Background: an optimization exercise with open tools, aiming at small area and a short achievable clock period. Do not read the settings as production practice. The RTL was checked by simulation tests, not by an equivalence proof against the original design. Power and IR drop assume default switching activity.

== before ==
==> flow/design.v (excerpt) <==
module psimir_vmac_lane (
    input  wire        clk,
    input  wire        rst,
    input  wire        in_valid,
    input  wire [2:0]  in_fn,
    input  wire [2:0]  in_t,
    input  wire        in_s,
    input  wire [31:0] in_a,
    input  wire [31:0] in_b,
    input  wire [63:0] in_acc,
    output reg         out_valid,
    output reg  [63:0] out_res,
    output reg         out_sat
);
    reg q1_0;
    reg q1_1;
    reg q1_2;
    reg q1_3;
    reg q1_4;
    reg q1_5;
    reg q1_6;
    reg q1_7;
    reg q1_8;
    reg q1_9;
    reg q1_10;
    reg q1_11;
    reg q1_12;
    reg q1_13;
    reg q1_14;
    reg q1_15;
    reg q1_16;
    reg q1_17;
    reg q1_18;
    reg q1_19;
    reg q1_20;
    reg q1_21;
    reg q1_22;
    reg q1_23;
    reg q1_24;
    reg q1_25;
    reg q1_26;
    reg q1_27;
    reg q1_28;
    reg q1_29;
    reg q1_30;
    reg q1_31;
    reg q1_32;
    reg q1_33;
    reg q1_34;
    reg q1_35;
    reg q1_36;
    reg q1_37;
    reg q1_38;
    reg q1_39;
    reg q1_40;
    reg q1_41;
    reg q1_42;
    reg q2_43;
    reg q2_44;
    reg q2_45;
    reg q2_46;
    reg q2_47;
    reg q3_48;
    reg q3_49;
    reg q3_50;
    wire i_c = in_fn[2];
    wire i_b = ~in_fn[2] & ~in_t[1] & ~in_t[0];
    wire i_h = ~in_fn[2] & in_t[0];
    wire i_w = ~in_fn[2] & in_t[1];
    wire i_jw = in_fn[2] & in_fn[1];
    wire [32:0] yb = {in_b, 1'b0};
    wire bm0 = yb[0];
    wire b0_0 = yb[1], b1_0 = yb[2];
    wire e_one0 = b0_0 ^ bm0;
    wire e_two0 = (b1_0 & ~b0_0 & ~bm0) | (~b1_0 & b0_0 & bm0);
    wire e_nA0 = b1_0;
    wire bm1 = yb[2];
    wire b0_1 = yb[3], b1_1 = yb[4];
    wire e_one1 = b0_1 ^ bm1;
    wire e_two1 = (b1_1 & ~b0_1 & ~bm1) | (~b1_1 & b0_1 & bm1);
    wire e_nA1 = b1_1;
    wire bm2 = yb[4];
    wire b0_2 = yb[5], b1_2 = yb[6];
    wire e_one2 = b0_2 ^ bm2;
    wire e_two2 = (b1_2 & ~b0_2 & ~bm2) | (~b1_2 & b0_2 & bm2);
    wire e_nA2 = b1_2;
    wire bm3 = yb[6];
    wire b0_3 = yb[7], b1_3 = yb[8];
    wire e_one3 = b0_3 ^ bm3;
  ...
Size in the first run: roughly 7900 cells after synthesis, about 200 I/O pins.
==> flow/config.mk <==
export PLATFORM = sky130hd
export DESIGN_NAME = psimir_vmac_lane
export DESIGN_NICKNAME = psimir_vmac_lane
export VERILOG_FILES = /design/flow/design.v
export SDC_FILE = /design/flow/constraint.sdc
export NUM_CORES = 4
export LEC_CHECK = 0
export ABC_AREA = 1
export CAP_MARGIN = 20
export CORE_MARGIN = 5
export CORE_UTILIZATION = 45
export CTS_CLUSTER_DIAMETER = 100
export CTS_CLUSTER_SIZE = 20
export SLEW_MARGIN = 20
==> flow/constraint.sdc <==
create_clock -name core_clock -period 9.5 [get_ports {clk}]
set_input_delay 1.9000 -clock core_clock [delete_from_list [all_inputs] [get_ports {clk}]]
set_output_delay 1.9000 -clock core_clock [all_outputs]
set_load 0.01 [all_outputs]
standard.sh (not shown) runs the stock make flow with config.mk's settings and CLKGATE_MAP_FILE= SYNTH_SCRIPT=/design/flow/synth_recipe.tcl, a recipe that flattens the netlist after the stock synthesis.
==> flow/flow/run.sh <==
#!/bin/bash
set -euo pipefail
MARGIN=$(cat flow/margin.txt)
R=orfs/results/sky130hd/psimir_vmac_lane/base
bash standard.sh SETUP_SLACK_MARGIN=$MARGIN synth > make_synth.log 2>&1
cp $R/1_2_yosys.v $R/1_2_yosys_std.v
python3 flow/polarity.py $R/1_2_yosys_std.v $R/1_2_yosys.v > polarity.log 2>&1
rm -f $R/1_synth.odb $R/1_synth.sdc
bash standard.sh SETUP_SLACK_MARGIN=$MARGIN finish > make_flow.log 2>&1
Other scripts of this flow, unchanged in this note and not shown: flow/flow/margin.txt, flow/flow/polarity.py
--- input diff before..after ---
- CTS_CLUSTER_SIZE: 20 -> unset
- CTS_CLUSTER_DIAMETER: 100 -> unset
### Flow results
- On share of the cycle needed by the critical path after routing, before and after are basically level.
- Min final cell count across before and after: before
- Of the two values seen for capturing element of the worst setup path, gHH_19_1 was produced by after and out_res[25] by before.
- Taking before as the reference point, the share of the core filled with cells in the final layout of after rises by 1.3 points.
- Relative to before, the part of the power in the clock network of after is higher by 4.0 points.
- Relative to before, the routed wire length of after is higher by 0.60%.

==> what the ideal ports hide <==
The results above use ideal ports. As a check the final layouts listed here were re-extracted and re-timed, cells and wires unchanged. Step 1 assumes that a clkbuf_16 drives the clock port and a buf_2 every other input. Step 2 times the ports against the registers' clock, not the clock port: input delays grow and output delays shrink by t, the midpoint of the rising clock arrivals with the driver on. Slacks: ideal ports / drivers / drivers and shift; pairs: ideal ports / drivers.
run | shift t [ns] | setup slack, ns | worst setup path at the end | worst register clock-pin slew, ns | worst slew at a driven data input, ns
before | 0.772 | 5.954 / 5.954 / 5.355 | input to register | 0.10 / 0.10 | 0.05
after | 0.791 | 5.965 / 5.961 / 5.334 | input to register | 0.07 / 0.07 | 0.06
After both steps setup and hold are still met in every run listed. The setup slack of after, which loses most, moves by -0.004 ns with the drivers and by -0.631 ns with both steps.
